From an optimization exercise on the open Yosys and OpenROAD flow, aimed at small area, a short achievable clock period and few clock cycles per item; shortcuts taken in it are not production practice.
RTL that was checked went through simulation tests only; none was proved equivalent to the original.
Power is estimated from default activity; no workload was simulated.

## v39
Design edge_xlate, start of the top module:
module edge_xlate (
    input  wire        clk,
    input  wire        rst,
    input  wire        in_valid,
    output wire        in_ready,
    input  wire [23:0] in_ipu,       
    input  wire [23:0] in_gain,      
    input  wire [15:0] in_offset,    
    input  wire [14:0] in_h,         
    input  wire [14:0] in_delta,     
    output reg         out_valid,
    input  wire        out_ready,
    output reg  [11:0] out_ue,
    output reg  [11:0] out_le,
    output reg         out_sat
);
    reg        turn;             
    reg        rturn;            
    reg  [1:0] rsel;             
    reg        rdy_q;            
    reg  [1:0] tail_u;           
    reg        tail_l;           
    reg        f_hi;             
    reg        f_lo;             
    wire [1:0]  free, claim, rdy, rdy_n, done;
    wire [17:0] q0, q1;
    wire [1:0]  neg;
    wire [16:0] ofs0, ofs1;
    wire [14:0] hd0, hd1;
    wire idle_port = ~|claim & ~|tail_u & ~tail_l;
    wire [1:0] ld  = free & {turn, ~turn} & {2{idle_port}};
    wire go = in_valid & (~out_valid | out_ready);
    assign in_ready = rdy_q;
    wire take = in_ready & in_valid;
    wire ph_u = tail_u[rturn] & ~out_valid & ~tail_l;
    wire [1:0] flip = {2{ph_u}} & {rturn, ~rturn};
    edge_xlate_div u0 (
  ...
==> flow/config.mk <==
export PLATFORM = sky130hd
export DESIGN_NAME = edge_xlate
export DESIGN_NICKNAME = edge_xlate
export VERILOG_FILES = /design/flow/design.v
export SDC_FILE = /design/flow/constraint.sdc
export NUM_CORES = 4
export LEC_CHECK = 0
export CAP_MARGIN = 20
export CORE_MARGIN = 2
export CORE_UTILIZATION = 60
export CTS_BUF_LIST = sky130_fd_sc_hd__clkbuf_8
export CTS_CLUSTER_SIZE = 30
export SLEW_MARGIN = 20
==> flow/constraint.sdc <==
create_clock -name core_clock -period 16.0 [get_ports {clk}]
set_input_delay 3.2000 -clock core_clock [delete_from_list [all_inputs] [get_ports {clk}]]
set_output_delay 3.2000 -clock core_clock [all_outputs]
set_load 0.01 [all_outputs]
standard.sh (not shown) runs the stock make flow with config.mk's settings and CLKGATE_MAP_FILE= SYNTH_SCRIPT=/design/flow/synth_recipe.tcl, a recipe that flattens the netlist after the stock synthesis.
==> flow/flow/run.sh <==
#!/bin/bash
# The standard layout (standard.sh, unchanged synthesis and SDC), with
# two optimisation settings changed:
#  - the input and output ports are buffered with buf_1 cells instead of the
#    delay buffers buffer_ports picks by default;
#  - repair_timing aims for a setup slack of 11.6 ns on the 16 ns clock, so
#    that it sizes the gates of the longest paths.
# Each tool's output is in the ORFS logs under orfs/logs; standard.log holds
# make's own output.
set -o pipefail
export BUFFER_PORTS_ARGS="-buffer_cell sky130_fd_sc_hd__buf_1"
export SETUP_SLACK_MARGIN=11.6
bash standard.sh > standard.log 2>&1
Testbench counts of v39, summed over its fixed seeds: cycles 21,656, items 4,800.
Input changes introduced in v45 (baseline for comparison: v39):
Settings: a change of CORE_UTILIZATION from 60 to 40.
--- a/flow/flow/run.sh
+++ b/flow/flow/run.sh
@@ -6 +6 @@
-#  - repair_timing aims for a setup slack of 11.6 ns on the 16 ns clock, so
+#  - repair_timing aims for a setup slack of 11.9 ns on the 16 ns clock, so
@@ -12 +12 @@
-export SETUP_SLACK_MARGIN=11.6
+export SETUP_SLACK_MARGIN=11.9
## What came out
On post-route clock period utilization, v45 and v39 are basically level.
Per the comparison of v45 with v39, last weighted congestion value of the routability-driven placer shows a reduction of 1.4%, via count of the first global-routing pass shows an increase of about 0.5%.
v45 has transition at the pin with the smallest max-transition slack above what v39 had.
v45: full flow OK, the timing, design-rule and antenna checks passed
[compare] base=v39 new=v45: buffer count excluding the clock tree in the final layout has increased, area of the core has increased, share of post-route cells with drive strength above 1 has increased.
Relative area change from synthesis to final layout, v45 and v39: smaller value in v39
The inputs of v31 differ from those of v45 as listed below.
Settings: CTS_BUF_LIST: sky130_fd_sc_hd__clkbuf_8 -> unset; CTS_CLUSTER_SIZE: 30 -> unset.
--- a/flow/flow/run.sh
+++ b/flow/flow/run.sh
@@ -3 +3 @@
-# two optimisation settings changed:
+# three optimisation settings changed:
@@ -6,2 +6,3 @@
-#  - repair_timing aims for a setup slack of 11.9 ns on the 16 ns clock, so
-#    that it sizes the gates of the longest paths.
+#  - repair_timing aims for a setup slack of 11.6 ns on the 16 ns clock, so
+#    that it sizes the gates of the longest paths;
+#  - clock tree synthesis uses clkbuf_8 cells and no dummy loads.
@@ -12 +13,2 @@
-export SETUP_SLACK_MARGIN=11.9
+export SETUP_SLACK_MARGIN=11.6
+export CTS_ARGS="-sink_clustering_enable -repair_clock_nets -buf_list sky130_fd_sc_hd__clkbuf_8 -sink_clustering_size 20 -dont_use_dummy_load"
### Flow results
- Reported for v31 and v45, sequential cell count turned out identical to the last digit.
- Between v31 and v45, the difference in required time reported for the critical path endpoint is negligible.
- Detailed placer's ending HPWL, v31 vs v45: down slightly
- Across both runs, via count of the first global-routing pass was lower for v31 than for v45.
- v31 completed end to end with timing, DRC and antenna clean.
- Fmax: v45 vs v31, no meaningful difference
- Register fraction of the total cell area in v31 vs v45: up 1.2 points
- v45 -> v31: parity-gate share of the synthesized area counting xor and xnor cells delta 0, exact match
- Going from v45 to v31, detail-routed via count per cell fell 0.40%, final wirelength down about 4%.
The following lists how v33 was set up differently from v31:
--- a/flow/flow/run.sh
+++ b/flow/flow/run.sh
@@ -8 +8 @@
-#  - clock tree synthesis uses clkbuf_8 cells and no dummy loads.
+#  - clock tree synthesis uses clkbuf_16 cells and no dummy loads.
@@ -14 +14 @@
-export CTS_ARGS="-sink_clustering_enable -repair_clock_nets -buf_list sky130_fd_sc_hd__clkbuf_8 -sink_clustering_size 20 -dont_use_dummy_load"
+export CTS_ARGS="-sink_clustering_enable -repair_clock_nets -buf_list sky130_fd_sc_hd__clkbuf_16 -sink_clustering_size 30 -dont_use_dummy_load"
Results
Looking at buffer count from post-CTS setup fixing, v33 sits 1 below v31.
In the tables for v31 and v33, via count reads higher with v33.
Between v33 and v31, the average routed wire per standard cell figures differ only marginally.
[v33] area growth from synthesis to layout rose 0.43 points relative to v31
For v31, the worst setup path endpoint was out_ue[1], unlike v33, where it was out_sat.

* * *

Another version of the RTL of edge_xlate (not shown whole).
Size in the first run: roughly 370 flip-flops, about 130 I/O pins, roughly 30000 um2 of cells after synthesis.
==> flow/config.mk <==
export PLATFORM = sky130hd
export DESIGN_NAME = edge_xlate
export DESIGN_NICKNAME = edge_xlate
export VERILOG_FILES = /design/flow/design.v
export SDC_FILE = /design/flow/constraint.sdc
export NUM_CORES = 4
export LEC_CHECK = 0
export CAP_MARGIN = 20
export CORE_MARGIN = 2
export CORE_UTILIZATION = 40
export SLEW_MARGIN = 20
==> flow/constraint.sdc <==
create_clock -name core_clock -period 16.0 [get_ports {clk}]
set_input_delay 3.2000 -clock core_clock [delete_from_list [all_inputs] [get_ports {clk}]]
set_output_delay 3.2000 -clock core_clock [all_outputs]
set_load 0.01 [all_outputs]
==> flow/flow/run.sh <==
#!/bin/bash
# The standard layout (standard.sh, unchanged synthesis and SDC), with
# three optimisation settings changed:
#  - the input and output ports are buffered with buf_1 cells instead of the
#    delay buffers buffer_ports picks by default;
#  - repair_timing aims for a setup slack of 11.6 ns on the 16 ns clock, so
#    that it sizes the gates of the longest paths;
#  - clock tree synthesis uses clkbuf_8 cells and no dummy loads.
# Each tool's output is in the ORFS logs under orfs/logs; standard.log holds
# make's own output.
set -o pipefail
export BUFFER_PORTS_ARGS="-buffer_cell sky130_fd_sc_hd__buf_1"
export SETUP_SLACK_MARGIN=11.6
export CTS_ARGS="-sink_clustering_enable -repair_clock_nets -buf_list sky130_fd_sc_hd__clkbuf_8 -sink_clustering_size 20 -dont_use_dummy_load"
bash standard.sh > standard.log 2>&1
The first run ran to the end with violations: capacitance limit, slew limit.
Rerun with:
--- a/flow/flow/run.sh
+++ b/flow/flow/run.sh
@@ -5,3 +5,3 @@
 #    delay buffers buffer_ports picks by default;
-#  - repair_timing aims for a setup slack of 11.6 ns on the 16 ns clock, so
+#  - repair_timing aims for a setup slack of 11.4 ns on the 16 ns clock, so
 #    that it sizes the gates of the longest paths;
@@ -12,3 +12,3 @@
 export BUFFER_PORTS_ARGS="-buffer_cell sky130_fd_sc_hd__buf_1"
-export SETUP_SLACK_MARGIN=11.6
+export SETUP_SLACK_MARGIN=11.4
 export CTS_ARGS="-sink_clustering_enable -repair_clock_nets -buf_list sky130_fd_sc_hd__clkbuf_8 -sink_clustering_size 20 -dont_use_dummy_load"
=> This time the run finished with timing, DRC and antenna clean. Register-to-register slack loses 0.25 ns. Worst hold slack improves by 0.0065 ns. Synthesized cell count does not change. Wire length goes down by 0.79%. Critical path depth climbs by 13. Final area falls by 1.1%. Total power drops by 1.2%. Via count barely changes. Final cell count is lower by 0.41%. Clock skew came out lower by 0.0066 ns. Die area does not change.
Rerun with:
--- a/flow/flow/run.sh
+++ b/flow/flow/run.sh
@@ -5,3 +5,3 @@
 #    delay buffers buffer_ports picks by default;
-#  - repair_timing aims for a setup slack of 11.4 ns on the 16 ns clock, so
+#  - repair_timing aims for a setup slack of 11.7 ns on the 16 ns clock, so
 #    that it sizes the gates of the longest paths;
@@ -12,3 +12,3 @@
 export BUFFER_PORTS_ARGS="-buffer_cell sky130_fd_sc_hd__buf_1"
-export SETUP_SLACK_MARGIN=11.4
+export SETUP_SLACK_MARGIN=11.7
 export CTS_ARGS="-sink_clustering_enable -repair_clock_nets -buf_list sky130_fd_sc_hd__clkbuf_8 -sink_clustering_size 20 -dont_use_dummy_load"
Now the flow finished but fails on capacitance limit, slew limit.
Area after synthesis does not change.
Clock power climbs by 3.5%.
Core utilization climbs by 0.98 points.
Sequential power hardly moves.
Wire length climbs by 2.6%.
Function was not checked in any run of this note: the RTL went through the layout flow alone.

* * *

RTL: one of the versions met above, not the one the previous note started from.
Size in the first run: roughly 2100 cells after synthesis, about 260 flip-flops, ~130 I/O pins, roughly 0.021 sq mm of cells after synthesis.
Settings: LEC_CHECK=0, CAP_MARGIN=20, CORE_MARGIN=2, CORE_UTILIZATION=40, CTS_BUF_LIST=sky130_fd_sc_hd__clkbuf_8, CTS_CLUSTER_SIZE=30, SLEW_MARGIN=20; clock period 16.0 ns.
==> flow/flow/run.sh <==
#!/bin/bash
# The standard layout (standard.sh, unchanged synthesis and SDC), with
# two optimisation settings changed:
#  - the input and output ports are buffered with buf_1 cells instead of the
#    delay buffers buffer_ports picks by default;
#  - repair_timing aims for a setup slack of 11.6 ns on the 16 ns clock, so
#    that it sizes the gates of the longest paths.
# Each tool's output is in the ORFS logs under orfs/logs; standard.log holds
# make's own output.
set -o pipefail
export BUFFER_PORTS_ARGS="-buffer_cell sky130_fd_sc_hd__buf_1"
export SETUP_SLACK_MARGIN=11.6
bash standard.sh > standard.log 2>&1
Testbench counts at the start, summed over its fixed seeds: cycles 21,656, items 4,800.
Edit:
--- a/flow/flow/run.sh
+++ b/flow/flow/run.sh
@@ -3 +3 @@
-# two optimisation settings changed:
+# three optimisation settings changed:
@@ -7 +7,2 @@
-#    that it sizes the gates of the longest paths.
+#    that it sizes the gates of the longest paths;
+#  - clock tree synthesis uses clkbuf_4 cells and no dummy loads.
@@ -12,0 +14 @@
+export CTS_ARGS="-sink_clustering_enable -repair_clock_nets -buf_list sky130_fd_sc_hd__clkbuf_4 -sink_clustering_size 16 -dont_use_dummy_load"
--- a/flow/config.mk
+++ b/flow/config.mk
@@ -11,2 +10,0 @@
-export CTS_BUF_LIST = sky130_fd_sc_hd__clkbuf_8
-export CTS_CLUSTER_SIZE = 30
Power decreases by 3.5%.
Worst hold slack loses 0.092 ns.
Wire length drops by 0.45%.
Setup slack degrades by 0.13 ns.

[separate check: timing with driven ports]
The results above use ideal ports. As a check the final layouts listed here were re-extracted and re-timed, cells and wires unchanged. Step 1 (the two cells are an assumption about what drives the block):
set clk [get_ports {clk}]
set_driving_cell -lib_cell sky130_fd_sc_hd__clkbuf_16 $clk
set_driving_cell -lib_cell sky130_fd_sc_hd__buf_2 [delete_from_list [all_inputs] $clk]
Step 2 also shifts input and output timing later by t, the mid clock arrival at the registers, as if the neighbouring blocks saw the same clock. Three values: ideal ports, drivers, drivers and shift; two values: the first two.
| run | t (ns) | setup slack, ns | worst setup path after step 2 | worst slew at a driven data input, ns |
|---|---|---|---|---|
| v39 | 0.670 | 11.639 / 11.587 / 11.064 | input to register | 0.09 |
| v45 | 0.671 | 11.648 / 11.592 / 11.349 | input to register | 0.04 |
| v31 | 0.635 | 11.657 / 11.601 / 11.167 | input to register | 0.05 |
| v33 | 0.612 | 11.669 / 11.612 / 11.156 | input to register | 0.05 |
| the first run of note 2 | 0.714 | 11.582 / 11.515 / 10.875 | input to register | 0.12 |
| the second run of note 2 | 0.693 | 11.514 / 11.449 / 10.877 | input to register | 0.15 |
| the third run of note 2 | 0.689 | 11.598 / 11.537 / 11.143 | input to register | 0.13 |
| the first run of note 3 | 0.659 | 11.647 / 11.592 / 11.155 | input to register | 0.05 |
| the second run of note 3 | 0.765 | 11.517 / 11.459 / 11.162 | input to register | 0.04 |
For the first run of note 2, which loses most, drivers alone change the setup slack by -0.067 ns; drivers and shift together by -0.707 ns.
